From an optimization exercise on the open Yosys and OpenROAD flow, aimed at small area, a short achievable clock period and few clock cycles; shortcuts taken in it are not production practice. Only simulation tests tie the RTL to the original design; equivalence was not proved. Power is estimated from default activity; no workload was simulated.

## flow/design.v

```verilog
module chk_unit (
    input  wire        clk,
    input  wire        rst,
    input  wire        job_valid,
    output wire        job_ready,
    input  wire [31:0] job_cmd,
    input  wire [23:0] job_len,
    input  wire        in_valid,
    output wire        in_ready,
    input  wire [63:0] in_data,
    output reg         res_valid,
    output reg         res_refused,
    output reg  [2:0]  res_refuse_code,
    output reg  [31:0] res_result,
    output reg  [3:0]  res_code,
    output reg  [15:0] res_acount,
    output reg         res_copy,
    output reg  [47:0] res_tail,
    output reg  [2:0]  res_tail_len,
    input  wire        reg_wr,
    input  wire        reg_rd,
    input  wire [15:0] reg_addr,
    input  wire [31:0] reg_wdata,
    output reg  [31:0] reg_rdata
);
    localparam OP_COMPUTE = 2'd0;
    localparam OP_APPEND  = 2'd1;
    localparam OP_CHECK   = 2'd2;
    localparam CODE_DONE     = 4'd2;
    localparam CODE_MISMATCH = 4'd3;
    localparam CODE_REPEAT   = 4'd4;
    localparam CODE_JUMP     = 4'd5;
    integer n;
    reg [31:0] ctx_state [0:15];
    reg [1:0]  ctx_poly  [0:15];
    reg [15:0] ctx_valid;
    reg [15:0] ach_tx  [0:15];
    reg [7:0]  ach_win [0:15];
    reg [15:0] ach_rx  [0:15];
    reg [15:0] ach_rxv;
    reg [15:0] txd, wnd, rxd;
    reg [31:0] cnt_jobs, cnt_mismatch, cnt_alive_err, cnt_refused;
    function [31:0] sat_inc;
        input [31:0] c;
        sat_inc = (c[30:0] == 31'h7FFF_FFFF) ? {1'b1, c[30:0]} : c + 32'd1;
    endfunction
    reg        rdy;
    assign job_ready = rdy;
    assign in_ready  = rdy;
    wire take = job_valid & rdy;
    reg [1:0]  j_op;        
    reg        j_opbad;     
    reg [1:0]  j_poly;
    reg        j_alive, j_resume, j_save;
    reg [3:0]  j_ctx, j_achan;
    reg [23:0] rin;         
    reg        first_pend;  
    reg        take_d;      
    reg [1:0]  nfl;         
    reg [1:0]  c_op;
    reg [1:0]  c_poly;
    reg        c_alive, c_save;
    reg [3:0]  c_ctx, c_achan;
    reg [2:0]  c_rc;
    reg [15:0] c_cnt;
    reg        c_fwd;       
    wire [2:0] j_w = (j_poly[1] == 1'b0) ? 3'd4 : (j_poly[0] ? 3'd1 : 3'd2);
    wire fwd = c_fwd && (c_ctx == j_ctx);
    wire       busy = (nfl != 2'd0);
    wire [3:0] reg_slot = {~reg_addr[6], reg_addr[5:3]};
    wire [3:0] reg_chan = reg_addr[6:3];
    wire [3:0] ix_ctx   = busy ? j_ctx  : reg_slot;
    wire [3:0] ix_tx    = busy ? j_achan : reg_chan;
    wire [3:0] ix_rx    = busy ? c_achan : reg_chan;
    wire [31:0] rd_ctx_state = ctx_state[ix_ctx];
    wire [1:0]  rd_ctx_poly  = ctx_poly[ix_ctx];
    wire        rd_ctx_valid = ctx_valid[ix_ctx];
    wire [1:0]  j_ctx_poly   = ctx_poly[j_ctx];
    wire        j_ctx_valid  = ctx_valid[j_ctx];
    wire [15:0] rd_tx   = txd[ix_tx] ? ach_tx[ix_tx] : 16'd0;
    wire [7:0]  rd_win0 = wnd[ix_rx] ? ach_win[ix_rx] : 8'd8;
    wire [7:0]  rd_win  = (rd_win0 == 8'd0) ? 8'd1 : rd_win0;
    wire [15:0] rd_rx   = rxd[ix_rx] ? ach_rx[ix_rx] : 16'd0;
    wire        rd_rxv  = rxd[ix_rx] & ach_rxv[ix_rx];
    wire       slot_ok = fwd ? (c_poly == j_poly)
                             : (j_ctx_valid && j_ctx_poly == j_poly);
    wire [4:0] minlen  = {2'd0, j_w} + (j_alive ? 5'd3 : 5'd1);
    wire       too_short = (rin[23:5] == 19'd0) && (rin[4:0] < minlen);
    wire [2:0] rc = j_opbad                       ? 3'd1 :
                    (j_save && j_op != OP_COMPUTE) ? 3'd2 :
                    (j_resume && !slot_ok)         ? 3'd3 :
                    (j_op == OP_CHECK && too_short) ? 3'd4 : 3'd0;
    wire       app_alive = (j_op == OP_APPEND) && j_alive;
    wire [2:0] lm = rin[2:0];                  
    wire [2:0] l_lo = (j_op == OP_CHECK) ? (lm - j_w) :
                      app_alive          ? (lm + 3'd2) : lm;
    wire [2:0] k_job = 3'd0 - l_lo;
    wire [3:0] m_last = (lm == 3'd0) ? 4'd8 : {1'b0, lm};
    wire dm1 = (j_op == OP_CHECK) && (m_last <= {1'b0, j_w});
    wire dp1 = app_alive && (m_last >= 4'd7);
    wire lastin = (rin[23:4] == 20'd0) && (!rin[3] || rin[2:0] == 3'd0);   
    wire second = !lastin && (rin[23:5] == 19'd0) && (!rin[4] || rin[3:0] == 4'd0);  
    reg [63:0] d_r;         
    reg [63:8] prev;        
    reg        p_v, p_first, p_lastin, p_crc, p_lastcrc, p_ovr, p_rx;
    reg [2:0]  e_k;
    reg [3:0]  e_psel;      
    reg [15:0] e_cnt;       
    reg        e_fcrc, e_frx;
    reg [31:0] e_ss;        
    reg [2:0]  e_rc;        
    reg [31:0] s;           
    reg [15:0] cap_cnt;     
    reg        cap_ok;      
    wire [127:0] cat = {d_r, prev, 8'd0};
    wire [63:0]  fw  = cat[(7'd64 - {1'b0, e_k, 3'd0}) +: 64];
    wire [7:0]   pad = p_first ? (8'hFF << e_k) : 8'hFF;
    reg  [63:0]  wa;
    always @(*) begin
        for (n = 0; n < 8; n = n + 1)
            wa[8*n +: 8] = pad[n] ? fw[8*n +: 8] : 8'd0;
        if (p_ovr)
            wa[63:48] = e_cnt;
    end
    wire [95:0]  sp   = {64'd0, e_ss} << {e_k, 3'd0};
    wire [63:0]  sx   = p_first ? sp[63:0] : {32'd0, s};
    wire [31:0]  sr   = p_first ? sp[95:64] : 32'd0;
    wire [63:0]  w    = wa ^ sx;
    wire [3:0]   psel = e_psel;
    wire [31:0]  t;
    assign t[0] =
        ((w[24] ^ w[25] ^ w[45] ^ w[49] ^ w[50] ^ w[61]) & (psel[3])) ^
        ((w[12] ^ w[15] ^ w[26] ^ w[44]) & (psel[2])) ^
        ((w[7] ^ w[51] ^ w[63]) & (psel[2] | psel[3])) ^
        ((w[6]) & (psel[1])) ^
        ((w[3] ^ w[9] ^ w[20] ^ w[32]) & (psel[1] | psel[3])) ^
        ((w[1] ^ w[4] ^ w[40] ^ w[54]) & (psel[1] | psel[2])) ^
        ((w[14] ^ w[30] ^ w[35]) & (psel[1] | psel[2] | psel[3])) ^
        ((w[41] ^ w[57] ^ w[60]) & (psel[0])) ^
        ((w[13] ^ w[18] ^ w[22] ^ w[28] ^ w[29] ^ w[56]) & (psel[0] | psel[3])) ^
        ((w[0] ^ w[37] ^ w[43]) & (psel[0] | psel[2])) ^
        ((w[2] ^ w[5] ^ w[21] ^ w[46] ^ w[47] ^ w[59]) & (psel[0] | psel[2] | psel[3])) ^
        ((w[34] ^ w[58]) & (psel[0] | psel[1])) ^
        ((w[27] ^ w[38]) & (psel[0] | psel[1] | psel[3])) ^
        ((w[16] ^ w[17] ^ w[19] ^ w[36]) & (psel[0] | psel[1] | psel[2])) ^
        (w[10] ^ w[11] ^ w[33] ^ w[39] ^ w[48] ^ w[52] ^ w[55]);
    assign t[1] =
        ((w[9] ^ w[26] ^ w[62] ^ w[63]) & (psel[3])) ^
        ((w[24] ^ w[32] ^ w[52]) & (psel[2])) ^
        ((w[13] ^ w[27] ^ w[45]) & (psel[2] | psel[3])) ^
        ((w[10] ^ w[21] ^ w[33]) & (psel[1])) ^
        ((w[4] ^ w[7]) & (psel[1] | psel[3])) ^
        ((w[41]) & (psel[1] | psel[2])) ^
        ((w[2] ^ w[5] ^ w[15] ^ w[31] ^ w[36] ^ w[55]) & (psel[1] | psel[2] | psel[3])) ^
        ((w[14] ^ w[29] ^ w[30] ^ w[42] ^ w[58]) & (psel[0])) ^
        ((w[19] ^ w[23] ^ w[57] ^ w[61]) & (psel[0] | psel[3])) ^
        ((w[1] ^ w[3] ^ w[22] ^ w[44] ^ w[47] ^ w[48]) & (psel[0] | psel[2])) ^
        ((w[6] ^ w[38] ^ w[60]) & (psel[0] | psel[2] | psel[3])) ^
        ((w[28] ^ w[39]) & (psel[0] | psel[1])) ^
        ((w[35] ^ w[56] ^ w[59]) & (psel[0] | psel[1] | psel[3])) ^
        ((w[0] ^ w[11] ^ w[17] ^ w[37] ^ w[49]) & (psel[0] | psel[1] | psel[2])) ^
        (w[12] ^ w[18] ^ w[20] ^ w[34] ^ w[40] ^ w[53]);
    assign t[2] =
        ((w[9] ^ w[47] ^ w[51] ^ w[52] ^ w[55]) & (psel[3])) ^
        ((w[14] ^ w[28] ^ w[46] ^ w[53]) & (psel[2])) ^
        ((w[25] ^ w[33]) & (psel[2] | psel[3])) ^
        ((w[5] ^ w[34]) & (psel[1])) ^
        ((w[8] ^ w[11] ^ w[22] ^ w[56]) & (psel[1] | psel[3])) ^
        ((w[3] ^ w[42]) & (psel[1] | psel[2])) ^
        ((w[6] ^ w[16] ^ w[32] ^ w[37]) & (psel[1] | psel[2] | psel[3])) ^
        ((w[15] ^ w[20] ^ w[31] ^ w[43] ^ w[48]) & (psel[0])) ^
        ((w[24] ^ w[30] ^ w[58] ^ w[59] ^ w[62]) & (psel[0] | psel[3])) ^
        ((w[4] ^ w[7] ^ w[23] ^ w[39] ^ w[61]) & (psel[0] | psel[2])) ^
        ((w[2] ^ w[45] ^ w[49]) & (psel[0] | psel[2] | psel[3])) ^
        ((w[29] ^ w[36] ^ w[57] ^ w[60]) & (psel[0] | psel[1] | psel[3])) ^
        ((w[1] ^ w[12] ^ w[13] ^ w[21] ^ w[35]) & (psel[0] | psel[1] | psel[2])) ^
        (w[0] ^ w[18] ^ w[19] ^ w[38] ^ w[40] ^ w[41] ^ w[50] ^ w[54]);
    assign t[3] =
        ((w[11] ^ w[18] ^ w[27] ^ w[28] ^ w[45] ^ w[48] ^ w[53] ^ w[56]) & (psel[3])) ^
        ((w[15] ^ w[54]) & (psel[2])) ^
        ((w[26] ^ w[29] ^ w[34] ^ w[47]) & (psel[2] | psel[3])) ^
        ((w[0] ^ w[6] ^ w[9]) & (psel[1])) ^
        ((w[12] ^ w[23] ^ w[35] ^ w[57]) & (psel[1] | psel[3])) ^
        ((w[4] ^ w[7] ^ w[33] ^ w[38] ^ w[43]) & (psel[1] | psel[2])) ^
        ((w[17]) & (psel[1] | psel[2] | psel[3])) ^
        ((w[16] ^ w[25] ^ w[32] ^ w[44] ^ w[59] ^ w[63]) & (psel[0])) ^
        ((w[21] ^ w[31] ^ w[40] ^ w[49] ^ w[60]) & (psel[0] | psel[3])) ^
        ((w[3] ^ w[8] ^ w[46] ^ w[50] ^ w[62]) & (psel[0] | psel[2])) ^
        ((w[5] ^ w[24]) & (psel[0] | psel[2] | psel[3])) ^
        ((w[30] ^ w[61]) & (psel[0] | psel[1])) ^
        ((w[37] ^ w[58]) & (psel[0] | psel[1] | psel[3])) ^
        ((w[20] ^ w[36] ^ w[39] ^ w[51] ^ w[55]) & (psel[0] | psel[1] | psel[2])) ^
        (w[1] ^ w[2] ^ w[13] ^ w[14] ^ w[19] ^ w[22] ^ w[41] ^ w[42]);
    assign t[4] =
        ((w[22] ^ w[35] ^ w[41] ^ w[49] ^ w[54]) & (psel[3])) ^
        ((w[47] ^ w[60]) & (psel[2])) ^
        ((w[12] ^ w[30]) & (psel[2] | psel[3])) ^
        ((w[0] ^ w[1] ^ w[24] ^ w[44] ^ w[52]) & (psel[1])) ^
        ((w[2] ^ w[38] ^ w[43] ^ w[59]) & (psel[1] | psel[3])) ^
        ((w[7] ^ w[21] ^ w[37] ^ w[56]) & (psel[1] | psel[2])) ^
        ((w[8]) & (psel[1] | psel[2] | psel[3])) ^
        ((w[9] ^ w[26] ^ w[45] ^ w[51]) & (psel[0])) ^
        ((w[16] ^ w[19] ^ w[25] ^ w[27] ^ w[28] ^ w[29] ^ w[50] ^ w[57] ^ w[61]) & (psel[0] | psel[3])) ^
        ((w[4] ^ w[11] ^ w[48] ^ w[55] ^ w[63]) & (psel[0] | psel[2])) ^
        ((w[6] ^ w[32] ^ w[46]) & (psel[0] | psel[2] | psel[3])) ^
        ((w[10] ^ w[31] ^ w[34] ^ w[62]) & (psel[0] | psel[1])) ^
        ((w[13] ^ w[15] ^ w[18] ^ w[58]) & (psel[0] | psel[1] | psel[3])) ^
        ((w[5] ^ w[39] ^ w[40]) & (psel[0] | psel[1] | psel[2])) ^
        (w[3] ^ w[14] ^ w[20] ^ w[23] ^ w[36] ^ w[42]);
    assign t[5] =
        ((w[10] ^ w[17] ^ w[23] ^ w[27] ^ w[42] ^ w[46] ^ w[52] ^ w[56] ^ w[58]) & (psel[3])) ^
        ((w[33] ^ w[47]) & (psel[2])) ^
        ((w[5] ^ w[31] ^ w[61]) & (psel[2] | psel[3])) ^
        ((w[1] ^ w[3] ^ w[16] ^ w[53] ^ w[59]) & (psel[1])) ^
        ((w[11] ^ w[19] ^ w[25] ^ w[44] ^ w[45]) & (psel[1] | psel[3])) ^
        ((w[9] ^ w[21] ^ w[41]) & (psel[1] | psel[2])) ^
        ((w[8] ^ w[37] ^ w[43]) & (psel[1] | psel[2] | psel[3])) ^
        ((w[20] ^ w[30] ^ w[34] ^ w[51] ^ w[55]) & (psel[0])) ^
        ((w[0] ^ w[18] ^ w[26] ^ w[36] ^ w[62]) & (psel[0] | psel[3])) ^
        ((w[7] ^ w[12] ^ w[13]) & (psel[0] | psel[2])) ^
        ((w[48] ^ w[49]) & (psel[0] | psel[2] | psel[3])) ^
        ((w[14] ^ w[39]) & (psel[0] | psel[1])) ^
        ((w[2] ^ w[35] ^ w[60] ^ w[63]) & (psel[0] | psel[1] | psel[3])) ^
        ((w[6] ^ w[40] ^ w[57]) & (psel[0] | psel[1] | psel[2])) ^
        (w[4] ^ w[15] ^ w[22] ^ w[24] ^ w[32] ^ w[38]);
    assign t[6] =
        ((w[20] ^ w[36] ^ w[37] ^ w[53]) & (psel[3])) ^
        ((w[13] ^ w[58]) & (psel[2])) ^
        ((w[0] ^ w[9] ^ w[16] ^ w[33] ^ w[39] ^ w[62]) & (psel[2] | psel[3])) ^
        ((w[30] ^ w[52]) & (psel[1])) ^
        ((w[12] ^ w[19] ^ w[26] ^ w[27] ^ w[45]) & (psel[1] | psel[3])) ^
        ((w[32] ^ w[41] ^ w[42]) & (psel[1] | psel[2])) ^
        ((w[5] ^ w[6] ^ w[44]) & (psel[1] | psel[2] | psel[3])) ^
        ((w[17] ^ w[29] ^ w[31] ^ w[40]) & (psel[0])) ^
        ((w[3] ^ w[8] ^ w[18] ^ w[28] ^ w[43] ^ w[47] ^ w[57] ^ w[59] ^ w[63]) & (psel[0] | psel[3])) ^
        ((w[10]) & (psel[0] | psel[2])) ^
        ((w[38] ^ w[49] ^ w[50]) & (psel[0] | psel[2] | psel[3])) ^
        ((w[2] ^ w[15] ^ w[35] ^ w[55] ^ w[60]) & (psel[0] | psel[1])) ^
        ((w[1] ^ w[11] ^ w[46] ^ w[48] ^ w[61]) & (psel[0] | psel[1] | psel[3])) ^
        ((w[7] ^ w[14] ^ w[22] ^ w[34]) & (psel[0] | psel[1] | psel[2])) ^
        (w[23] ^ w[25]);
    assign t[7] =
        ((w[19] ^ w[29] ^ w[48] ^ w[54] ^ w[58] ^ w[60]) & (psel[3])) ^
        ((w[11] ^ w[14]) & (psel[2])) ^
        ((w[1] ^ w[39] ^ w[63]) & (psel[2] | psel[3])) ^
        ((w[0] ^ w[16] ^ w[31] ^ w[36] ^ w[53] ^ w[56]) & (psel[1])) ^
        ((w[2] ^ w[20] ^ w[47]) & (psel[1] | psel[3])) ^
        ((w[42]) & (psel[1] | psel[2])) ^
        ((w[6] ^ w[7] ^ w[45]) & (psel[1] | psel[2] | psel[3])) ^
        ((w[5] ^ w[22] ^ w[30] ^ w[52] ^ w[55] ^ w[57]) & (psel[0])) ^
        ((w[4] ^ w[9] ^ w[21] ^ w[32] ^ w[37] ^ w[38] ^ w[44]) & (psel[0] | psel[3])) ^
        ((w[59]) & (psel[0] | psel[2])) ^
        ((w[10] ^ w[17] ^ w[34] ^ w[50] ^ w[51]) & (psel[0] | psel[2] | psel[3])) ^
        ((w[3] ^ w[61]) & (psel[0] | psel[1])) ^
        ((w[12] ^ w[13] ^ w[27] ^ w[28] ^ w[46] ^ w[49] ^ w[62]) & (psel[0] | psel[1] | psel[3])) ^
        ((w[15] ^ w[23] ^ w[33] ^ w[35] ^ w[43]) & (psel[0] | psel[1] | psel[2])) ^
        (w[8] ^ w[24] ^ w[26]);
    assign t[8] =
        ((w[2] ^ w[12] ^ w[15]) & (psel[2])) ^
        ((w[1] ^ w[3] ^ w[17] ^ w[21] ^ w[32] ^ w[37] ^ w[54] ^ w[57]) & (psel[1])) ^
        ((w[7] ^ w[8] ^ w[43] ^ w[46] ^ w[48]) & (psel[1] | psel[2])) ^
        ((w[5] ^ w[6] ^ w[10] ^ w[22] ^ w[23] ^ w[31] ^ w[33] ^ w[38] ^ w[39] ^ w[45] ^ w[53] ^ w[58]) & (psel[0])) ^
        ((w[0] ^ w[11] ^ w[18] ^ w[35] ^ w[51] ^ w[52] ^ w[56] ^ w[60]) & (psel[0] | psel[2])) ^
        ((w[4] ^ w[13] ^ w[14] ^ w[16] ^ w[28] ^ w[29] ^ w[47] ^ w[50] ^ w[62] ^ w[63]) & (psel[0] | psel[1])) ^
        ((w[9] ^ w[24] ^ w[25] ^ w[27] ^ w[34] ^ w[36] ^ w[44]) & (psel[0] | psel[1] | psel[2]));
    assign t[9] =
        ((w[0] ^ w[9] ^ w[10] ^ w[57]) & (psel[2])) ^
        ((w[5] ^ w[8] ^ w[11] ^ w[20] ^ w[29] ^ w[34] ^ w[39]) & (psel[1])) ^
        ((w[3] ^ w[19] ^ w[28] ^ w[36] ^ w[37] ^ w[44] ^ w[49] ^ w[52]) & (psel[1] | psel[2])) ^
        ((w[7] ^ w[14] ^ w[21] ^ w[23] ^ w[24] ^ w[30] ^ w[33] ^ w[38] ^ w[41] ^ w[43] ^ w[55] ^ w[56] ^ w[58] ^ w[60]) & (psel[0])) ^
        ((w[12] ^ w[13] ^ w[35] ^ w[53] ^ w[61]) & (psel[0] | psel[2])) ^
        ((w[2] ^ w[6] ^ w[15] ^ w[16] ^ w[18] ^ w[22] ^ w[27] ^ w[32] ^ w[40] ^ w[51] ^ w[54] ^ w[63]) & (psel[0] | psel[1])) ^
        ((w[1] ^ w[25] ^ w[26] ^ w[45] ^ w[47]) & (psel[0] | psel[1] | psel[2]));
    assign t[10] =
        ((w[4] ^ w[13] ^ w[20] ^ w[27]) & (psel[2])) ^
        ((w[12] ^ w[28] ^ w[34] ^ w[39] ^ w[41]) & (psel[1])) ^
        ((w[1] ^ w[2] ^ w[32] ^ w[36] ^ w[45] ^ w[46] ^ w[50] ^ w[53]) & (psel[1] | psel[2])) ^
        ((w[0] ^ w[3] ^ w[5] ^ w[8] ^ w[15] ^ w[18] ^ w[24] ^ w[25] ^ w[31] ^ w[42] ^ w[43] ^ w[44] ^ w[47] ^ w[60] ^ w[61]) & (psel[0])) ^
        ((w[38] ^ w[62]) & (psel[0] | psel[2])) ^
        ((w[7] ^ w[21] ^ w[23]) & (psel[0] | psel[1])) ^
        ((w[10] ^ w[11] ^ w[14] ^ w[26] ^ w[29] ^ w[37] ^ w[54] ^ w[58]) & (psel[0] | psel[1] | psel[2]));
    assign t[11] =
        ((w[5] ^ w[14] ^ w[21] ^ w[28]) & (psel[2])) ^
        ((w[13] ^ w[29] ^ w[35] ^ w[40] ^ w[42]) & (psel[1])) ^
        ((w[2] ^ w[3] ^ w[33] ^ w[37] ^ w[46] ^ w[47] ^ w[51] ^ w[54]) & (psel[1] | psel[2])) ^
        ((w[0] ^ w[1] ^ w[4] ^ w[6] ^ w[9] ^ w[16] ^ w[19] ^ w[25] ^ w[26] ^ w[32] ^ w[43] ^ w[44] ^ w[45] ^ w[48] ^ w[61] ^ w[62]) & (psel[0])) ^
        ((w[39] ^ w[63]) & (psel[0] | psel[2])) ^
        ((w[8] ^ w[22] ^ w[24]) & (psel[0] | psel[1])) ^
        ((w[11] ^ w[12] ^ w[15] ^ w[27] ^ w[30] ^ w[38] ^ w[55] ^ w[59]) & (psel[0] | psel[1] | psel[2]));
    assign t[12] =
        ((w[6] ^ w[15] ^ w[24] ^ w[32]) & (psel[2])) ^
        ((w[14] ^ w[16] ^ w[30] ^ w[56]) & (psel[1])) ^
        ((w[3] ^ w[4] ^ w[13] ^ w[28] ^ w[39] ^ w[60]) & (psel[1] | psel[2])) ^
        ((w[1] ^ w[7] ^ w[11] ^ w[18] ^ w[19] ^ w[20] ^ w[21] ^ w[26] ^ w[37] ^ w[44] ^ w[45] ^ w[49] ^ w[57] ^ w[58] ^ w[59] ^ w[62] ^ w[63]) & (psel[0])) ^
        ((w[0] ^ w[22] ^ w[29] ^ w[40]) & (psel[0] | psel[2])) ^
        ((w[9] ^ w[23] ^ w[25] ^ w[36] ^ w[41] ^ w[43]) & (psel[0] | psel[1])) ^
        ((w[12] ^ w[31] ^ w[34] ^ w[38] ^ w[47] ^ w[48] ^ w[52] ^ w[55]) & (psel[0] | psel[1] | psel[2]));
    assign t[13] =
        ((w[2] ^ w[9] ^ w[27] ^ w[41] ^ w[46] ^ w[51] ^ w[60]) & (psel[2])) ^
        ((w[10] ^ w[31] ^ w[37]) & (psel[1])) ^
        ((w[4] ^ w[13] ^ w[14] ^ w[15] ^ w[39] ^ w[40] ^ w[48] ^ w[56] ^ w[61]) & (psel[1] | psel[2])) ^
        ((w[0] ^ w[20] ^ w[28] ^ w[45] ^ w[47] ^ w[50] ^ w[55] ^ w[63]) & (psel[0])) ^
        ((w[1] ^ w[8] ^ w[11] ^ w[12] ^ w[16] ^ w[18] ^ w[23] ^ w[30] ^ w[33] ^ w[34] ^ w[36] ^ w[43] ^ w[52]) & (psel[0] | psel[2])) ^
        ((w[17] ^ w[24] ^ w[26] ^ w[35] ^ w[42] ^ w[57]) & (psel[0] | psel[1])) ^
        ((w[5] ^ w[29] ^ w[32] ^ w[44] ^ w[49] ^ w[53]) & (psel[0] | psel[1] | psel[2]));
    assign t[14] =
        ((w[2] ^ w[3] ^ w[8] ^ w[13] ^ w[17] ^ w[19] ^ w[34] ^ w[37] ^ w[42] ^ w[61]) & (psel[2])) ^
        ((w[18] ^ w[27] ^ w[32] ^ w[36] ^ w[40] ^ w[43] ^ w[58]) & (psel[1])) ^
        ((w[14] ^ w[15] ^ w[33] ^ w[49] ^ w[62]) & (psel[1] | psel[2])) ^
        ((w[1] ^ w[22] ^ w[39] ^ w[51] ^ w[55] ^ w[59] ^ w[60]) & (psel[0])) ^
        ((w[0] ^ w[9] ^ w[10] ^ w[12] ^ w[24] ^ w[28] ^ w[31] ^ w[35] ^ w[44] ^ w[47] ^ w[52] ^ w[53]) & (psel[0] | psel[2])) ^
        ((w[11] ^ w[16] ^ w[25] ^ w[38]) & (psel[0] | psel[1])) ^
        ((w[5] ^ w[6] ^ w[30] ^ w[41] ^ w[45] ^ w[50] ^ w[54] ^ w[57]) & (psel[0] | psel[1] | psel[2]));
    assign t[15] =
        ((w[0] ^ w[3] ^ w[4] ^ w[9] ^ w[14] ^ w[18] ^ w[20] ^ w[35] ^ w[38] ^ w[43] ^ w[62]) & (psel[2])) ^
        ((w[19] ^ w[28] ^ w[33] ^ w[37] ^ w[41] ^ w[44] ^ w[59]) & (psel[1])) ^
        ((w[15] ^ w[16] ^ w[34] ^ w[50] ^ w[63]) & (psel[1] | psel[2])) ^
        ((w[2] ^ w[23] ^ w[40] ^ w[48] ^ w[52] ^ w[56] ^ w[60] ^ w[61]) & (psel[0])) ^
        ((w[1] ^ w[10] ^ w[11] ^ w[13] ^ w[25] ^ w[29] ^ w[32] ^ w[36] ^ w[45] ^ w[53] ^ w[54]) & (psel[0] | psel[2])) ^
        ((w[12] ^ w[17] ^ w[26] ^ w[39]) & (psel[0] | psel[1])) ^
        ((w[6] ^ w[7] ^ w[31] ^ w[42] ^ w[46] ^ w[51] ^ w[55] ^ w[58]) & (psel[0] | psel[1] | psel[2]));
    assign t[16] =
        ((w[1] ^ w[4] ^ w[6] ^ w[9] ^ w[10] ^ w[19] ^ w[29] ^ w[36] ^ w[39] ^ w[42] ^ w[45] ^ w[48] ^ w[51] ^ w[58] ^ w[60]) & (psel[1])) ^
        ((w[2] ^ w[12] ^ w[24] ^ w[26] ^ w[27] ^ w[32] ^ w[37] ^ w[40] ^ w[41] ^ w[46] ^ w[49] ^ w[52] ^ w[53] ^ w[57] ^ w[61] ^ w[62]) & (psel[0])) ^
        ((w[3] ^ w[7] ^ w[8] ^ w[11] ^ w[13] ^ w[14] ^ w[18] ^ w[30] ^ w[33] ^ w[43] ^ w[47] ^ w[54] ^ w[55] ^ w[56] ^ w[59]) & (psel[0] | psel[1]));
    assign t[17] =
        ((w[0] ^ w[2] ^ w[5] ^ w[7] ^ w[10] ^ w[11] ^ w[20] ^ w[30] ^ w[37] ^ w[40] ^ w[43] ^ w[46] ^ w[49] ^ w[52] ^ w[59] ^ w[61]) & (psel[1])) ^
        ((w[3] ^ w[13] ^ w[25] ^ w[27] ^ w[28] ^ w[33] ^ w[38] ^ w[41] ^ w[42] ^ w[47] ^ w[50] ^ w[53] ^ w[54] ^ w[58] ^ w[62] ^ w[63]) & (psel[0])) ^
        ((w[4] ^ w[8] ^ w[9] ^ w[12] ^ w[14] ^ w[15] ^ w[19] ^ w[31] ^ w[34] ^ w[44] ^ w[48] ^ w[55] ^ w[56] ^ w[57] ^ w[60]) & (psel[0] | psel[1]));
    assign t[18] =
        ((w[1] ^ w[3] ^ w[5] ^ w[6] ^ w[8] ^ w[10] ^ w[12] ^ w[13] ^ w[16] ^ w[31] ^ w[44] ^ w[50] ^ w[53] ^ w[56] ^ w[57] ^ w[58] ^ w[62]) & (psel[1])) ^
        ((w[0] ^ w[2] ^ w[4] ^ w[14] ^ w[17] ^ w[18] ^ w[19] ^ w[22] ^ w[26] ^ w[27] ^ w[33] ^ w[36] ^ w[37] ^ w[42] ^ w[46] ^ w[51] ^ w[52] ^ w[54] ^ w[63]) & (psel[0])) ^
        ((w[9] ^ w[11] ^ w[15] ^ w[20] ^ w[21] ^ w[32] ^ w[35] ^ w[38] ^ w[41] ^ w[45] ^ w[47] ^ w[49] ^ w[60] ^ w[61]) & (psel[0] | psel[1]));
    assign t[19] =
        ((w[4] ^ w[6] ^ w[7] ^ w[9] ^ w[10] ^ w[14] ^ w[16] ^ w[21] ^ w[22] ^ w[32] ^ w[33] ^ w[36] ^ w[39] ^ w[45] ^ w[46] ^ w[48] ^ w[51] ^ w[54] ^ w[63]) & (psel[1])) ^
        ((w[1] ^ w[3] ^ w[15] ^ w[20] ^ w[23] ^ w[29] ^ w[41] ^ w[53] ^ w[56] ^ w[60]) & (psel[0])) ^
        ((w[0] ^ w[2] ^ w[11] ^ w[12] ^ w[13] ^ w[17] ^ w[42] ^ w[50] ^ w[57] ^ w[58] ^ w[59] ^ w[61] ^ w[62]) & (psel[0] | psel[1]));
    assign t[20] =
        ((w[5] ^ w[6] ^ w[7] ^ w[8] ^ w[9] ^ w[15] ^ w[19] ^ w[20] ^ w[22] ^ w[23] ^ w[27] ^ w[32] ^ w[35] ^ w[36] ^ w[37] ^ w[38] ^ w[39] ^ w[46] ^ w[47] ^ w[48] ^ w[49]) & (psel[1])) ^
        ((w[0] ^ w[1] ^ w[2] ^ w[3] ^ w[14] ^ w[21] ^ w[24] ^ w[42] ^ w[57] ^ w[58] ^ w[61]) & (psel[0])) ^
        ((w[4] ^ w[12] ^ w[13] ^ w[16] ^ w[18] ^ w[30] ^ w[43] ^ w[51] ^ w[54] ^ w[59] ^ w[60] ^ w[62] ^ w[63]) & (psel[0] | psel[1]));
    assign t[21] =
        ((w[5] ^ w[7] ^ w[8] ^ w[13] ^ w[23] ^ w[24] ^ w[30] ^ w[32] ^ w[35] ^ w[49] ^ w[50] ^ w[54] ^ w[58] ^ w[60]) & (psel[1])) ^
        ((w[10] ^ w[14] ^ w[15] ^ w[16] ^ w[18] ^ w[25] ^ w[29] ^ w[33] ^ w[36] ^ w[38] ^ w[39] ^ w[41] ^ w[46] ^ w[48] ^ w[56] ^ w[57] ^ w[62]) & (psel[0])) ^
        ((w[0] ^ w[1] ^ w[3] ^ w[4] ^ w[11] ^ w[21] ^ w[27] ^ w[28] ^ w[31] ^ w[34] ^ w[37] ^ w[44] ^ w[47] ^ w[61] ^ w[63]) & (psel[0] | psel[1]));
    assign t[22] =
        ((w[2] ^ w[3] ^ w[5] ^ w[8] ^ w[11] ^ w[16] ^ w[17] ^ w[19] ^ w[20] ^ w[22] ^ w[24] ^ w[25] ^ w[28] ^ w[29] ^ w[31] ^ w[34] ^ w[39] ^ w[50] ^ w[51] ^ w[54] ^ w[58] ^ w[61]) & (psel[1])) ^
        ((w[1] ^ w[4] ^ w[13] ^ w[15] ^ w[18] ^ w[21] ^ w[26] ^ w[32] ^ w[33] ^ w[35] ^ w[36] ^ w[41] ^ w[42] ^ w[43] ^ w[46] ^ w[49] ^ w[55] ^ w[56] ^ w[60] ^ w[63]) & (psel[0])) ^
        ((w[10] ^ w[12] ^ w[27] ^ w[30] ^ w[40] ^ w[45] ^ w[52] ^ w[59] ^ w[62]) & (psel[0] | psel[1]));
    assign t[23] =
        ((w[0] ^ w[3] ^ w[4] ^ w[6] ^ w[9] ^ w[11] ^ w[12] ^ w[13] ^ w[20] ^ w[23] ^ w[25] ^ w[26] ^ w[28] ^ w[30] ^ w[32] ^ w[35] ^ w[40] ^ w[41] ^ w[46] ^ w[51] ^ w[60] ^ w[62]) & (psel[1])) ^
        ((w[10] ^ w[14] ^ w[38] ^ w[39] ^ w[42] ^ w[44] ^ w[48] ^ w[50] ^ w[58] ^ w[61]) & (psel[0])) ^
        ((w[17] ^ w[18] ^ w[21] ^ w[29] ^ w[31] ^ w[52] ^ w[53] ^ w[55] ^ w[59] ^ w[63]) & (psel[0] | psel[1]));
    assign t[24] =
        ((w[3] ^ w[6] ^ w[7] ^ w[9] ^ w[11] ^ w[12] ^ w[18] ^ w[20] ^ w[22] ^ w[24] ^ w[26] ^ w[31] ^ w[35] ^ w[39] ^ w[42] ^ w[56] ^ w[60] ^ w[61] ^ w[63]) & (psel[1])) ^
        ((w[0] ^ w[2] ^ w[10] ^ w[15] ^ w[27] ^ w[28] ^ w[30] ^ w[32] ^ w[33] ^ w[36] ^ w[37] ^ w[45] ^ w[46] ^ w[49] ^ w[51] ^ w[52] ^ w[54] ^ w[57] ^ w[62]) & (psel[0])) ^
        ((w[5] ^ w[13] ^ w[16] ^ w[17] ^ w[21] ^ w[29] ^ w[34] ^ w[38] ^ w[40] ^ w[41] ^ w[47] ^ w[48] ^ w[53] ^ w[55] ^ w[58]) & (psel[0] | psel[1]));
    assign t[25] =
        ((w[7] ^ w[8] ^ w[9] ^ w[12] ^ w[13] ^ w[20] ^ w[21] ^ w[23] ^ w[25] ^ w[43] ^ w[57] ^ w[61] ^ w[62]) & (psel[1])) ^
        ((w[6] ^ w[14] ^ w[17] ^ w[28] ^ w[29] ^ w[30] ^ w[31] ^ w[35] ^ w[37] ^ w[39] ^ w[46] ^ w[47] ^ w[48] ^ w[50] ^ w[53] ^ w[54] ^ w[63]) & (psel[0])) ^
        ((w[1] ^ w[3] ^ w[11] ^ w[16] ^ w[18] ^ w[22] ^ w[33] ^ w[34] ^ w[38] ^ w[41] ^ w[42] ^ w[49] ^ w[52] ^ w[55] ^ w[56] ^ w[58] ^ w[59]) & (psel[0] | psel[1]));
    assign t[26] =
        ((w[0] ^ w[2] ^ w[8] ^ w[9] ^ w[14] ^ w[17] ^ w[19] ^ w[24] ^ w[26] ^ w[34] ^ w[39] ^ w[43] ^ w[44] ^ w[56] ^ w[57] ^ w[59] ^ w[60] ^ w[62] ^ w[63]) & (psel[1])) ^
        ((w[5] ^ w[7] ^ w[11] ^ w[15] ^ w[16] ^ w[27] ^ w[28] ^ w[30] ^ w[31] ^ w[32] ^ w[33] ^ w[37] ^ w[40] ^ w[41] ^ w[46] ^ w[49] ^ w[51] ^ w[52] ^ w[54]) & (psel[0])) ^
        ((w[4] ^ w[10] ^ w[12] ^ w[13] ^ w[21] ^ w[22] ^ w[23] ^ w[35] ^ w[42] ^ w[50] ^ w[53] ^ w[58]) & (psel[0] | psel[1]));
    assign t[27] =
        ((w[4] ^ w[15] ^ w[18] ^ w[19] ^ w[25] ^ w[30] ^ w[39] ^ w[44] ^ w[45] ^ w[48] ^ w[57] ^ w[60] ^ w[61] ^ w[63]) & (psel[1])) ^
        ((w[8] ^ w[11] ^ w[12] ^ w[14] ^ w[28] ^ w[29] ^ w[31] ^ w[36] ^ w[41] ^ w[42] ^ w[47] ^ w[50] ^ w[53] ^ w[54]) & (psel[0])) ^
        ((w[0] ^ w[5] ^ w[6] ^ w[13] ^ w[16] ^ w[17] ^ w[22] ^ w[23] ^ w[24] ^ w[32] ^ w[33] ^ w[34] ^ w[38] ^ w[43] ^ w[51] ^ w[52] ^ w[55] ^ w[59]) & (psel[0] | psel[1]));
    assign t[28] =
        ((w[3] ^ w[4] ^ w[5] ^ w[10] ^ w[11] ^ w[26] ^ w[27] ^ w[31] ^ w[36] ^ w[38] ^ w[45] ^ w[46] ^ w[49] ^ w[61] ^ w[62]) & (psel[1])) ^
        ((w[1] ^ w[6] ^ w[12] ^ w[13] ^ w[14] ^ w[15] ^ w[17] ^ w[29] ^ w[33] ^ w[34] ^ w[35] ^ w[37] ^ w[39] ^ w[42] ^ w[43] ^ w[51] ^ w[52]) & (psel[0])) ^
        ((w[7] ^ w[9] ^ w[18] ^ w[23] ^ w[24] ^ w[25] ^ w[30] ^ w[32] ^ w[44] ^ w[48] ^ w[53] ^ w[54] ^ w[55] ^ w[56] ^ w[60]) & (psel[0] | psel[1]));
    assign t[29] =
        ((w[4] ^ w[5] ^ w[6] ^ w[11] ^ w[12] ^ w[27] ^ w[28] ^ w[32] ^ w[37] ^ w[39] ^ w[46] ^ w[47] ^ w[50] ^ w[62] ^ w[63]) & (psel[1])) ^
        ((w[2] ^ w[7] ^ w[13] ^ w[14] ^ w[15] ^ w[16] ^ w[18] ^ w[30] ^ w[34] ^ w[35] ^ w[36] ^ w[38] ^ w[40] ^ w[43] ^ w[44] ^ w[52] ^ w[53]) & (psel[0])) ^
        ((w[8] ^ w[10] ^ w[19] ^ w[24] ^ w[25] ^ w[26] ^ w[31] ^ w[33] ^ w[45] ^ w[49] ^ w[54] ^ w[55] ^ w[56] ^ w[57] ^ w[61]) & (psel[0] | psel[1]));
    assign t[30] =
        ((w[1] ^ w[4] ^ w[5] ^ w[7] ^ w[10] ^ w[12] ^ w[13] ^ w[28] ^ w[29] ^ w[30] ^ w[47] ^ w[51] ^ w[52] ^ w[63]) & (psel[1])) ^
        ((w[8] ^ w[9] ^ w[11] ^ w[15] ^ w[20] ^ w[27] ^ w[31] ^ w[32] ^ w[34] ^ w[37] ^ w[41] ^ w[44] ^ w[45] ^ w[53] ^ w[55] ^ w[58]) & (psel[0])) ^
        ((w[0] ^ w[3] ^ w[14] ^ w[16] ^ w[17] ^ w[19] ^ w[25] ^ w[26] ^ w[35] ^ w[36] ^ w[39] ^ w[46] ^ w[50] ^ w[54] ^ w[56] ^ w[57] ^ w[62]) & (psel[0] | psel[1]));
    assign t[31] =
        ((w[0] ^ w[2] ^ w[3] ^ w[5] ^ w[8] ^ w[13] ^ w[19] ^ w[29] ^ w[31] ^ w[34] ^ w[39] ^ w[53]) & (psel[1])) ^
        ((w[1] ^ w[4] ^ w[12] ^ w[17] ^ w[20] ^ w[21] ^ w[27] ^ w[28] ^ w[36] ^ w[40] ^ w[42] ^ w[45] ^ w[46] ^ w[55] ^ w[56] ^ w[58] ^ w[59]) & (psel[0])) ^
        ((w[9] ^ w[10] ^ w[15] ^ w[16] ^ w[18] ^ w[26] ^ w[32] ^ w[33] ^ w[35] ^ w[37] ^ w[38] ^ w[47] ^ w[51] ^ w[54] ^ w[57] ^ w[63]) & (psel[0] | psel[1]));
    wire [31:0]  s_next = t ^ sr;
    wire rx_match = e_psel[3] ? (wa[7:0] == ~s[7:0]) :
                    e_psel[2] ? ({wa[7:0], wa[15:8]} == s[15:0]) :
                                (wa[31:0] == ~s);
    wire [31:0] slot_int = (j_poly == 2'd2) ? {16'd0, rd_ctx_state[7:0], rd_ctx_state[15:8]}
                                            : rd_ctx_state;
    wire [31:0] init_int = (j_poly == 2'd3) ? 32'h0000_00FF :
                           (j_poly == 2'd2) ? 32'h0000_FFFF : 32'hFFFF_FFFF;
    wire [31:0] ss_job   = !j_resume ? init_int : (fwd ? s : slot_int);
    reg e0, e1;    
    reg [15:0] cr_rx;    
    reg        cr_rxv;
    reg [7:0]  cr_win;
    reg        inc_pend;   
    wire [31:0] s_ext   = (c_poly == 2'd2) ? {16'd0, s[7:0], s[15:8]} : s;
    wire [31:0] fin_crc = (c_poly == 2'd3) ? {24'd0, s_ext[7:0] ^ 8'hFF} :
                          (c_poly == 2'd2) ? s_ext : ~s_ext;
    wire [2:0]  c_w     = (c_poly[1] == 1'b0) ? 3'd4 : (c_poly[0] ? 3'd1 : 3'd2);
    wire        crc_ok  = cap_ok;
    wire [15:0] rx_dist = cap_cnt - cr_rx;
    wire        c_ref   = (c_rc != 3'd0);
    reg [3:0]  f_code;
    reg        f_copy, f_rxupd;
    reg [47:0] f_tail;
    reg [2:0]  f_tail_len;
    reg [15:0] f_acount;
    always @(*) begin
        f_code     = CODE_DONE;
        f_copy     = 1'b0;
        f_rxupd    = 1'b0;
        f_tail     = 48'd0;
        f_tail_len = 3'd0;
        f_acount   = 16'd0;
        case (c_op)
            OP_APPEND: begin
                f_copy = 1'b1;
                if (c_alive) begin
                    f_acount   = c_cnt;
                    f_tail     = {fin_crc, c_cnt};
                    f_tail_len = c_w + 3'd2;
                end else begin
                    f_tail     = {16'd0, fin_crc};
                    f_tail_len = c_w;
                end
            end
            OP_CHECK: begin
                if (c_alive)
                    f_acount = cap_cnt;
                if (!crc_ok) begin
                    f_code = CODE_MISMATCH;
                end else if (!c_alive || !cr_rxv) begin
                    f_copy  = 1'b1;
                    f_rxupd = c_alive;
                end else if (rx_dist == 16'd0) begin
                    f_code = CODE_REPEAT;
                end else if (rx_dist <= {8'd0, cr_win}) begin
                    f_copy  = 1'b1;
                    f_rxupd = 1'b1;
                end else begin
                    f_code  = CODE_JUMP;
                    f_copy  = 1'b1;
                    f_rxupd = 1'b1;
                end
            end
            default: ;
        endcase
    end
    wire reg_ach = (reg_addr[15:7] == 9'b1000_0000_0);
    wire        rx_upd = e1 && !c_ref && f_rxupd;
    wire        ctx_we = e1 && !c_ref && c_save;
    wire        win_we = reg_wr && reg_ach && !reg_addr[2];
    wire        tx_we  = win_we || inc_pend;
    wire [3:0]  tx_wa  = inc_pend ? j_achan : reg_chan;
    wire [15:0] tx_wd  = inc_pend ? e_cnt + 16'd1 : reg_wdata[15:0];
    wire        rx_we  = (reg_wr && reg_ach && reg_addr[2]) || rx_upd;
    wire [3:0]  rx_wa  = rx_upd ? c_achan : reg_chan;
    wire [15:0] rx_wd  = rx_upd ? cap_cnt : reg_wdata[15:0];
    wire        rxv_wd = rx_upd ? 1'b1 : reg_wdata[16];
    always @(posedge clk) begin
        d_r <= in_data;
        if (p_v)
            prev <= d_r[63:8];
        if (take) begin
            j_op     <= job_cmd[1:0];
            j_opbad  <= job_cmd[2] || job_cmd[1:0] == 2'd3 ||
                        job_cmd[31:21] != 11'd0 || job_cmd[19:16] != 4'd0;
            j_poly   <= job_cmd[4:3];
            j_alive  <= job_cmd[5];
            j_resume <= job_cmd[6];
            j_save   <= job_cmd[7];
            j_ctx    <= job_cmd[11:8];
            j_achan  <= job_cmd[15:12];
            rin      <= job_len;
        end else if (in_valid) begin
            rin[23:3] <= rin[23:3] - 21'd1;
        end
        if (take_d) begin
            e_k    <= k_job;
            e_psel <= 4'b0001 << j_poly;
            e_cnt  <= rd_tx;
            e_fcrc <= dp1;
            e_frx  <= (j_op == OP_CHECK) && !dm1;
            e_ss   <= ss_job;
            e_rc   <= rc;
        end
        if (in_valid) begin
            p_first   <= first_pend;
            p_lastin  <= lastin;
            p_crc     <= !(dm1 && lastin);
            p_lastcrc <= dm1 ? second : (!dp1 && lastin);
            p_ovr     <= app_alive && !dp1 && lastin;
            p_rx      <= dm1 && lastin;
        end else begin
            p_first   <= 1'b0;
            p_lastin  <= 1'b0;
            p_crc     <= e_fcrc;
            p_lastcrc <= e_fcrc;
            p_ovr     <= e_fcrc;
            p_rx      <= e_frx;
        end
        if (p_v && p_crc)
            s <= s_next;
        if (p_v && p_lastcrc)
            cap_cnt <= wa[63:48];
        if (p_v && p_rx)
            cap_ok <= rx_match;
        if (p_v && p_lastin) begin
            c_op    <= j_op;
            c_poly  <= j_poly;
            c_alive <= j_alive;
            c_save  <= j_save;
            c_ctx   <= j_ctx;
            c_achan <= j_achan;
            c_rc    <= e_rc;
            c_cnt   <= e_cnt;
        end
        if (e0) begin
            cr_rx  <= rd_rx;
            cr_rxv <= rd_rxv;
            cr_win <= rd_win;
        end
        res_refused     <= c_ref;
        res_refuse_code <= c_rc;
        res_result      <= c_ref ? 32'd0 : (c_save ? s_ext : fin_crc);
        res_code        <= c_ref ? 4'd0 : f_code;
        res_acount      <= c_ref ? 16'd0 : f_acount;
        res_copy        <= !c_ref && f_copy;
        res_tail        <= c_ref ? 48'd0 : f_tail;
        res_tail_len    <= c_ref ? 3'd0 : f_tail_len;
        for (n = 0; n < 16; n = n + 1) begin
            if (ctx_we && c_ctx == n) begin
                ctx_state[n] <= s_ext;
                ctx_poly[n]  <= c_poly;
            end
            if (tx_we && tx_wa == n)
                ach_tx[n] <= tx_wd;
            if (win_we && reg_chan == n)
                ach_win[n] <= reg_wdata[23:16];
            if (rx_we && rx_wa == n) begin
                ach_rx[n]  <= rx_wd;
                ach_rxv[n] <= rxv_wd;
            end
        end
        if (rst) begin
            rdy        <= 1'b0;
            take_d     <= 1'b0;
            inc_pend   <= 1'b0;
            first_pend <= 1'b0;
            nfl        <= 2'd0;
            p_v        <= 1'b0;
            e0         <= 1'b0;
            e1         <= 1'b0;
            res_valid  <= 1'b0;
            c_fwd      <= 1'b0;
            ctx_valid  <= 16'd0;
            txd        <= 16'd0;
            wnd        <= 16'd0;
            rxd        <= 16'd0;
            cnt_jobs      <= 32'd0;
            cnt_mismatch  <= 32'd0;
            cnt_alive_err <= 32'd0;
            cnt_refused   <= 32'd0;
        end else begin
            rdy    <= 1'b1;
            take_d <= take;
            if (take)
                first_pend <= 1'b1;
            else if (in_valid)
                first_pend <= 1'b0;
            nfl <= nfl + {1'b0, take} - {1'b0, e1};
            p_v <= in_valid || (p_v && p_lastin && (e_fcrc || e_frx));
            e0  <= p_v && p_lastin;
            e1  <= e0;
            res_valid <= e1;
            if (p_v && p_lastin)
                c_fwd <= j_save && (e_rc == 3'd0);
            if (e1) begin
                if (c_ref) begin
                    cnt_refused <= sat_inc(cnt_refused);
                end else begin
                    cnt_jobs <= sat_inc(cnt_jobs);
                    if (f_code == CODE_MISMATCH)
                        cnt_mismatch <= sat_inc(cnt_mismatch);
                    if (f_code == CODE_REPEAT || f_code == CODE_JUMP)
                        cnt_alive_err <= sat_inc(cnt_alive_err);
                end
            end
            inc_pend <= take_d && app_alive && (rc == 3'd0);
            for (n = 0; n < 16; n = n + 1) begin
                if (ctx_we && c_ctx == n)
                    ctx_valid[n] <= 1'b1;
                if (tx_we && tx_wa == n)
                    txd[n] <= 1'b1;
                if (win_we && reg_chan == n)
                    wnd[n] <= 1'b1;
                if (rx_we && rx_wa == n)
                    rxd[n] <= 1'b1;
            end
        end
    end
    wire reg_ctx = (reg_addr[15:6] == 10'h041) ||
                   (reg_addr[15:6] == 10'h042);    
    reg [31:0] rd_val;
    always @(*) begin
        rd_val = 32'd0;
        if (reg_ach) begin
            if (!reg_addr[2])
                rd_val = {8'd0, rd_win, rd_tx};
            else
                rd_val = {15'd0, rd_rxv, rd_rx};
        end else if (reg_ctx) begin
            if (!reg_addr[2])
                rd_val = rd_ctx_valid ? rd_ctx_state : 32'd0;
            else
                rd_val = {23'd0, rd_ctx_valid, 6'd0, rd_ctx_valid ? rd_ctx_poly : 2'd0};
        end else begin
            case (reg_addr[15:2])
                14'h0400: rd_val[8] = busy;
                14'h0402: rd_val = cnt_jobs;
                14'h0403: rd_val = cnt_mismatch;
                14'h0404: rd_val = cnt_alive_err;
                14'h0405: rd_val = cnt_refused;
                default:  rd_val = 32'd0;
            endcase
        end
    end
    always @(posedge clk)
        reg_rdata <= rd_val;
endmodule
```

## flow/flow/run.sh

```bash
#!/bin/bash
# The standard synthesis, unchanged, then the standard flow's own layout steps with
# repair_timing asked for more setup slack than the 20 ns clock needs, so
# that the layout is optimised towards a shorter period.  Each step's full
# output goes to a log file of its own in this folder.
set -euo pipefail
MARGIN=$(cat flow/margin.txt)
bash standard.sh synth > synth.log 2>&1
bash standard.sh SETUP_SLACK_MARGIN="$MARGIN" finish > layout.log 2>&1
```

## flow/flow/margin.txt

```
14
```

## flow/standard.sh

```bash
#!/bin/bash
# synth_recipe.tcl (not shown) runs the flow's synth.tcl, then flattens the netlist and writes it again
# the make line also repeats each setting of config.mk as NAME=value (left out here)
make -C /OpenROAD-flow-scripts/flow DESIGN_CONFIG=/design/flow/config.mk WORK_HOME=/design/flow/orfs CLKGATE_MAP_FILE= SYNTH_SCRIPT=/design/flow/synth_recipe.tcl "${@:-finish}"
```

## flow/config.mk

```make
export PLATFORM = sky130hd
export DESIGN_NAME = chk_unit
export DESIGN_NICKNAME = chk_unit
export VERILOG_FILES = /design/flow/design.v
export SDC_FILE = /design/flow/constraint.sdc
export NUM_CORES = 4
export LEC_CHECK = 0
export CAP_MARGIN = 20
export CORE_MARGIN = 2
export CORE_UTILIZATION = 35
export SLEW_MARGIN = 20
```

## flow/constraint.sdc

```tcl
create_clock -name core_clock -period 20.0 [get_ports {clk}]
set_input_delay 4.0000 -clock core_clock [delete_from_list [all_inputs] [get_ports {clk}]]
set_output_delay 4.0000 -clock core_clock [all_outputs]
set_load 0.01 [all_outputs]
```

==> results.py, run 1 <==
metrics = {
    "yosys": {
        "synth-async-reset-ratio_pct": 0,
        "synthesis.area_um2": 92300,
        "synth_edf_count": 1463,
        "yosys.area_share.simple_pct": 10.0,
        "synthAdderAreaFrac_pct": 0.686,
        "synth_xor_xnor_area_share_pct": 13.3,
        "synth_top_cell_by_area": "edfxtp_1",
        "synth_fp_nets": 7959,
        "synth_seq_area_share_pct": 56.5,
        "yosys_warnings": 6,
        "syn-mean-instance-area_um2": 11.9,
        "synthFlopType": "edfxtp_1",
        "yosysTopAreaCellShare_pct": 47.6,
        "syn_inst": 7737,
        "synth-seq-cells": 1875,
        "synth_top_family_by_area": "XOR/XNOR gates",
        "synth_compound_area_share_pct": 12.0,
        "netlist-cell-type-count": 112,
        "muxShareOfSynthArea_pct": 4.70,
        "synthTopCellsByArea": "edfxtp_1 (48%), dfxtp_1 (8.9%), xnor2_1 (7.6%), xor2_1 (3.9%), nor2_1 (3.0%)",
    },
    "hold_path": {
        "min_from": "e_rc[0]",
        "hp-class": "reg -> reg",
        "hold_end": "c_rc[0]",
        "hold_depth": 0,
    },
    "worst_setup_path": {
        "cp_slowest_stage_delay_ps": 490,
        "r2r_end": "s[3]",
        "critPathLaunchType": "input port",
        "cp_common_cell": "buf_12",
        "reg2reg_from": "e_k[0]",
        "critical_path_class": "in -> reg",
        "worstPathMaxFanout": 5,
        "critical_path_buf_inv_count": 7,
        "cp_slowest_cell": "a222oi_1",
        "required_ps": 20620,
        "path_delay_family": "compound AO/OA/AOI/OAI gates",
        "r2r_slack_ps": 13920,
        "reg2reg_depth": 17,
        "arrival_ps": 6830,
        "cp-end-kind": "flip-flop",
        "cp_cell_sequence": "buf_8, buf_12, buf_12, nand2b_4, nor2_4, buf_12, a31oi_4, buf_12, nor2_4, buf_12, buf_12, a222oi_1, a41oi_2, nand2_1, o211ai_1, o211ai_1, nand2_1",
    },
    "routing": {
        "wl_um": 416000,
        "dr.pass1.iters": 8,
        "dr_total_vias": 71561,
        "vias_per_cell": 5.94,
        "drc": 0,
        "routedWlPerCell_um": 34.5,
        "dr.first_iter.drc_count": 10973,
        "antenna_left": 0,
    },
    "outcome": {
        "run_status": "no timing/DRC/antenna violations",
    },
    "global_route": {
        "grt_pass1_vias": 66459,
        "grt_pass1_wl_um": 556000,
        "grt_max_degree": 86,
        "antenna_found_initial": 37,
        "grt-ovfl-total": 0,
        "grt.total_usage_pct": 29.7,
    },
    "timing": {
        "final.setup_skew_ps": 72.3,
        "worst_pin_slew_ps": 1180,
        "tns_ps": 0,
        "slew_headroom_pct": 20.5,
        "fmax_mhz": 161,
        "slew_viol_final": 0,
        "finalSetupViolCount": 0,
        "finalCriticalPeriod_ps": 6220,
        "hold_violations": 0,
        "finalCritPeriodShare_pct": 31.1,
        "rsz0062_at_grt": "true",
    },
    "placement": {
        "dp_hpwl_um": 281000,
        "portBuffers": 303,
        "post-place-cells": 11353,
        "gp_congestion": 1.04,
    },
    "clocking": {
        "tritoncts": "built",
        "clk_path_buf_depth": 3,
        "clkLatencyLatePin_ps": 910,
        "cts.clk_slew.worst_paths_ps": 60,
        "cts_max_level": 4,
        "cts_sinks": 1875,
        "cts_buffers": 198,
        "clock-root-buffer": "clkbuf_16",
    },
    "floorplanning": {
        "die_area_um2": 268000,
        "die_w_um": 518,
        "rows": 188,
        "die_h_um": 518,
        "core_area_um2": 262000,
        "initial_utilization_pct": 35.2,
        "io_pins": 317,
    },
    "layout": {
        "fin_cells": 12039,
        "final_nets": 8548,
        "drive_above_1_share_pct": 18.6,
        "syn_to_final_growth_pct": 23.6,
    },
    "pwr": {
        "ir_worst_vdd_mv": 0.149,
        "p_per_area_nw_per_um2": 162,
        "leakage_nw": 38.6,
    },
    "run": {
        "cap_viol_max_count": 0,
    },
}
## placed cells by master (no fill, tap or decap), types with 68 or more instances in the layout
cell,n
a22oi_1,360
mux2i_1,194
buf_12,75
mux2_2,77
inv_1,101
xnor2_1,755
nand2_1,540
edfxtp_1,1463
buf_4,377
nand4_1,86
dfxtp_1,385
a21oi_1,253
a22o_1,81
clkdlybuf4s50_1,291
clkbuf_16,216
xor2_1,390
a221oi_1,68
nand3_1,193
nor2_1,638
o21ai_0,193
## layout make-up
class | instances | area (µm²)
flip-flops and latches | 1875 | 52200
diodes | 27 | 67.6
repair buffers | 844 | 8810
clock buffers | 256 | 5410
clock inverters | 115 | 1380
multi-input cells | 5294 | 41300
inverters | 113 | 438
well taps | 3515 | 4400
fillers | 23887 | 148000
## state kept, by name, indices dropped and copies added (netlist names), 24 cells and up
signal,cells
ach_rx,256
ach_tx,256
ach_win,128
cnt_alive_err,32
cnt_jobs,32
cnt_mismatch,32
cnt_refused,32
ctx_poly,32
ctx_state,512
d_r,64
e_ss,32
prev,56
reg_rdata,32
res_result,32
res_tail,48
rin,24
s,32
## worst max path at each step
stage,startpoint,end,slack [ps],cells after the start
6_report,reg_addr[5],e_ss[8],13780,17
5_1_grt,reg_addr[5],reg_rdata[16],13780,15
4_1_cts,reg_addr[13],ach_win[12][4],13830,9
3_5_place_dp,reg_addr[4],reg_rdata[7],11130,13
3_3_place_gp,reg_addr[4],reg_rdata[7],11110,13
2_1_floorplan,reg_addr[4],reg_rdata[16],13660,10
## through the flow
step / setup slack (ps) / area [µm²] / hold slack [ps] / total power, mW / utilization, %
CTS: 13830 / 112000 / 453 / 18.1 / 42.7
finish: 13780 / 114000 / 454 / 18.5 / 43.5
detailed placement: 11130 / 101000 / 441 / 13.9 / 38.5
global placement: 11110 / 101000 / 438 / 13.9 / 38.5
global route: 13780 / 114000 / 468 / 19.0 / 43.5
floorplan: 13660 / 93200 / 349 / 11.1 / -
## cells in the mapped netlist, types with 18 or more instances
| cell | instances |
|---|---|
| nand4_1 | 86 |
| a21o_1 | 20 |
| buf_1 | 39 |
| a21oi_1 | 288 |
| xor2_2 | 18 |
| nand2_1 | 569 |
| o21ai_0 | 220 |
| nor2b_1 | 52 |
| xnor2_1 | 800 |
| xor2_1 | 412 |
| dfxtp_1 | 412 |
| buf_2 | 65 |
| or3_1 | 57 |
| o211ai_1 | 39 |
| mux4_2 | 59 |
| nor2_1 | 742 |
| inv_1 | 106 |
| a31oi_1 | 51 |
| nand2b_1 | 34 |
| o22ai_1 | 62 |
| nand3_1 | 209 |
| and2_1 | 39 |
| clkbuf_1 | 301 |
| a41oi_1 | 25 |
| nor4_1 | 26 |
| xnor3_1 | 34 |
| buf_4 | 29 |
| and3_1 | 58 |
| mux2i_1 | 205 |
| nor3_1 | 70 |
| a22oi_1 | 370 |
| mux2_2 | 78 |
| ha_1 | 45 |
| o21a_1 | 18 |
| buf_6 | 21 |
| a221oi_1 | 117 |
| edfxtp_1 | 1463 |
| a22o_1 | 81 |
| a222oi_1 | 53 |
## cell families after synthesis
family	count (synthesis)
flops	1875
other cells	1
buf+inv	573
fa+ha+maj	49
xor+xnor	1293
mux	348
simple gates	2033
compound gates	1565
## worst reg2reg max path: stages, from the launching register on
cell      delay, ps
edfxtp_1        380
buf_12          280
inv_4           230
ha_4            470
buf_16          250
mux4_2          580
mux2i_2         530
o21ai_2         300
xnor2_4         230
buf_4           390
xor2_1          330
xor2_1          430
xnor2_1         140
xnor2_1         170
xnor2_1         310
nand2_1         120
xnor2_1         240
xnor3_1         470
## metal layers
metal,track usage [%],part of all wire [%],vias up
met4,20.7,8.4,30
met1,38.8,39,36089
li1,-,-,29898
met2,42.9,42,4549
met5,0,0.051,-
met3,7.50,11,995
## report_power, final
part	total (mW)	switching (mW)	internal (mW)
Clock	3.84	1.66	2.17
Sequential	4.71	0.145	4.57
Combinational	9.95	5.81	4.14
## what timing repair did
| action | CTS | global route |
|---|---|---|
| hold buffers | 0 | 0 |
| endpoints found under the setup margin | 866 | 617 |
| gates cloned | 17 | 12 |
| buffers inserted | 182 | 77 |
| pin swaps | 99 | 102 |
| gates resized for setup | 389 | 198 |
Testbench counts, summed over its fixed seeds: cycles 55,509.
==> run 2: changes to the inputs <==
==> flow/flow/margin.txt (replaced) <==
13
==> run 2 against run 1 <==
Effect of this change: largest power group unchanged; sequential power is 1% higher; synthesized cell count stayed put; first-iteration DRC count is 5.4% lower; clock power is 2% lower; total power is 3.4% lower; largest cell class unchanged; die area stayed put; combinational power is 6.0% lower; cell area is 5.0% lower.
==> results.py, run 2 <==
metrics = {
    "yosys": {
        "synth_fp_nets": 7959,
        "netlist-cell-type-count": 112,
        "synthesis.area_um2": 92300,
        "synth_edf_count": 1463,
        "synth_top_cell_by_area": "edfxtp_1",
        "syn-mean-instance-area_um2": 11.9,
        "yosysTopAreaCellShare_pct": 47.6,
        "yosysMostFrequentCell": "edfxtp_1",
        "synth-seq-cells": 1875,
        "synth_seq_area_share_pct": 56.5,
        "syn_inst": 7737,
        "synthTopCellsByArea": "edfxtp_1 (48%), dfxtp_1 (8.9%), xnor2_1 (7.6%), xor2_1 (3.9%), nor2_1 (3.0%)",
        "synth-async-reset-ratio_pct": 0,
        "yosys_warnings": 6,
        "synthFlopType": "edfxtp_1",
        "netlist_top_cells_count": "edfxtp_1 (1463), xnor2_1 (800), nor2_1 (742)",
    },
    "timing": {
        "finalSetupViolCount": 0,
        "fmax_mhz": 140,
        "finalCriticalPeriod_ps": 7120,
        "hold_slack_ps": 464,
        "finalCritPeriodShare_pct": 35.6,
        "tns_ps": 0,
        "slew_headroom_pct": 21.4,
        "rsz0062_at_grt": "true",
        "hold_violations": 0,
        "worst_pin_slew_ps": 1170,
        "slew_viol_final": 0,
        "final.setup_skew_ps": 79.8,
    },
    "routing": {
        "dr.pass1.iters": 8,
        "vias_per_cell": 5.94,
        "wl_um": 397000,
        "routedWlPerCell_um": 33.6,
        "dr.first_iter.drc_count": 10382,
        "drc": 0,
        "dr_total_vias": 70178,
        "antenna_left": 0,
    },
    "worst_setup_path": {
        "crit_cells": 16,
        "critical_path_class": "in -> reg",
        "critical_path_buf_inv_count": 3,
        "cp-end-kind": "flip-flop",
        "reg2reg_depth": 18,
        "critPathLaunchType": "input port",
        "cp_slowest_cell": "clkdlybuf4s50_1",
        "cp_cell_sequence": "clkdlybuf4s50_1, buf_4, nor2_1, nand2_1, and2_2, nor2_4, buf_4, a22oi_1, o21ai_0, a221o_1, a221oi_1, a41oi_2, nand2_1, nand3_1, o211ai_1, nand2_1",
        "cp_common_cell": "nand2_1",
        "cp_slowest_stage_delay_ps": 460,
        "worstPathMaxFanout": 32,
        "arrival_ps": 7660,
        "path_delay_family": "compound AO/OA/AOI/OAI gates",
        "required_ps": 20540,
    },
    "clocking": {
        "cts_sinks": 1875,
        "clock-root-buffer": "clkbuf_16",
        "cts_max_level": 4,
        "clkLatencyLatePin_ps": 890,
        "cts_buffers": 198,
        "cts.clk_slew.worst_paths_ps": 60,
        "clk_path_buf_depth": 3,
        "tritoncts": "built",
        "ctsHoldBuffers": 0,
    },
    "global_route": {
        "grt_pass1_vias": 65645,
        "grt.total_usage_pct": 28.5,
        "grt-ovfl-total": 0,
        "antenna_found_initial": 40,
        "grt_pass1_wl_um": 538000,
        "grt_max_degree": 155,
    },
    "layout": {
        "drive_above_1_share_pct": 13.1,
        "multi_input_area_um2": 39100,
        "mostFrequentLayoutCells": "edfxtp_1 (1463), xnor2_1 (783), nor2_1 (666)",
        "largestRegisters": "ctx_state: 512 flops, ach_rx: 256 flops, ach_tx: 256 flops",
        "largest_reg_flops": 512,
        "largest_register": "ctx_state",
        "final_nets": 8314,
        "regArea_um2": 52200,
        "num-fill-cells": 24422,
        "syn_to_final_growth_pct": 17.4,
        "final_common_cell": "edfxtp_1",
    },
    "floorplanning": {
        "die_w_um": 518,
        "rows": 188,
        "initial_utilization_pct": 35.2,
        "die_h_um": 518,
        "io_pins": 317,
        "core_area_um2": 262000,
        "die_area_um2": 268000,
    },
    "pwr": {
        "p_sw_mw": 7.30,
        "internal_power_mw": 10.6,
        "p_per_area_nw_per_um2": 165,
        "combPwrFrac_pct": 52.3,
        "p_sw_share_pct": 40.8,
        "leakage_nw": 36.2,
        "pwr-share-clk_pct": 21.1,
        "p_seq_share_pct": 26.6,
        "ir_worst_vdd_mv": 0.148,
    },
    "placement": {
        "gp_congestion": 1.08,
        "dp_hpwl_um": 274000,
        "portBuffers": 303,
    },
    "outcome": {
        "run_status": "no timing/DRC/antenna violations",
    },
    "run": {
        "cap_viol_max_count": 0,
    },
    "hold_path": {
        "hp-class": "reg -> reg",
        "hold_depth": 2,
    },
}
[run 2: cell counts after synthesis]
No cell type changed its count.
[run 2: cells by family (layout without fill, tap and decap cells)]
group	after synthesis	count (layout)	synth area share, %
other	1	29	0.00406
multiplexers	348	348	4.70
AO/OA/AOI/OAI	1565	1565	12.0
adder cells (fa/ha/maj)	49	49	0.686
flip-flops	1875	1875	56.5
buffers and inverters	573	1096	2.77
AND/OR/NAND/NOR	2033	2035	10.0
XOR/XNOR	1293	1293	13.3
[run 2: per-stage QoR]
step	worst slack (ps)	std cells	utilization [%]	instance area, µm²	power (mW)
2_1_floorplan	13050	7737	-	92300	11.1
3_3_place_gp	10980	11377	38.3	101000	13.7
3_5_place_dp	10880	11380	38.4	101000	13.8
4_1_cts	12820	11762	41.1	108000	17.6
5_1_grt	12840	11783	41.3	108000	18.4
6_report	12880	11805	41.3	108000	17.9
[run 2: final cells by class]
cell class	count	share of cell area [%]
well taps	3515	4.06
diodes	28	0.0647
inverters	113	0.393
clock inverters	98	1.05
flip-flops and latches	1875	48.2
multi-input cells	5291	36.1
clock buffers	272	5.09
repair buffers	613	5.07
[run 2: path summary, 6_finish.rpt]
check / start / endpoint / slack, ps
worst min-delay path: wnd[5] / wnd[5] / 460
worst max register to register: e_k[1] / s[28] / 13060
worst min register to register: wnd[5] / wnd[5] / 460
worst max-delay path: reg_addr[3] / e_ss[9] / 12880
[run 2: metal layers]
layer	track usage, %	vias up	routed length, µm
met4	20.8	24	33100
li1	-	29432	-
met3	6.90	990	41000
met2	41.6	4344	170000
met1	36.7	35388	152000
met5	0	-	378
[run 2: power by group through the flow]
stage	Sequential (mW)	Combinational, mW	Clock, mW
3_5_place_dp	4.83	8.94	0
6_report	4.76	9.35	3.77
2_1_floorplan	4.67	6.43	0
4_1_cts	4.74	9.04	3.80
5_1_grt	4.75	9.67	3.95
3_3_place_gp	4.83	8.90	0
[run 2: repair_timing]
action	CTS	global route
resized for setup	76	54
cloned	2	1
pin swaps	7	13
setup endpoints to repair	155	69
buffers inserted	10	12
[run 2: worst reg2reg max path, stage by stage (launching register included)]
cell and delay, ps:
edfxtp_1 340, buf_6 410, inv_1 380, ha_4 270, ha_4 550, buf_6 400, mux4_2 600, mux2i_2 500
o21ai_1 360, xnor2_4 230, buf_4 360, xor2_2 460, xor2_2 430, xnor2_1 180, xnor2_2 250, xnor2_1 560
nand3_1 150, o21a_1 130, o221ai_1 210

[re-timing with driven ports]
How much do the figures lean on ideal ports? The routed layouts below were timed once more, with nothing changed but the port constraints.
Step 1, drivers: a clkbuf_16 drives clk and a buf_2 each remaining input, both assumed.
Step 2, shift: input delay + t, output delay - t, t = (earliest + latest rising clock arrival at the registers) / 2. This alone moves slack from input paths to output paths.
a / b / c = ideal ports / drivers / drivers and shift; a / b = the first two.
| run | t (ns) | setup slack, ns | worst hold slack (ns) | worst slew at a driven data input, ns | cell pins on the clock port's net |
|---|---|---|---|---|---|
| run 1 | 0.960 | 13.784 / 13.736 / 12.775 | 0.454 / 0.454 / 0.454 | 0.19 | 1 |
| run 2 | 0.956 | 12.880 / 12.841 / 11.885 | 0.464 / 0.464 / 0.464 | 0.15 | 1 |
After both steps every run listed still meets setup and hold. For run 1, which loses most, drivers alone change the setup slack by -0.048 ns; drivers and shift together by -1.009 ns.
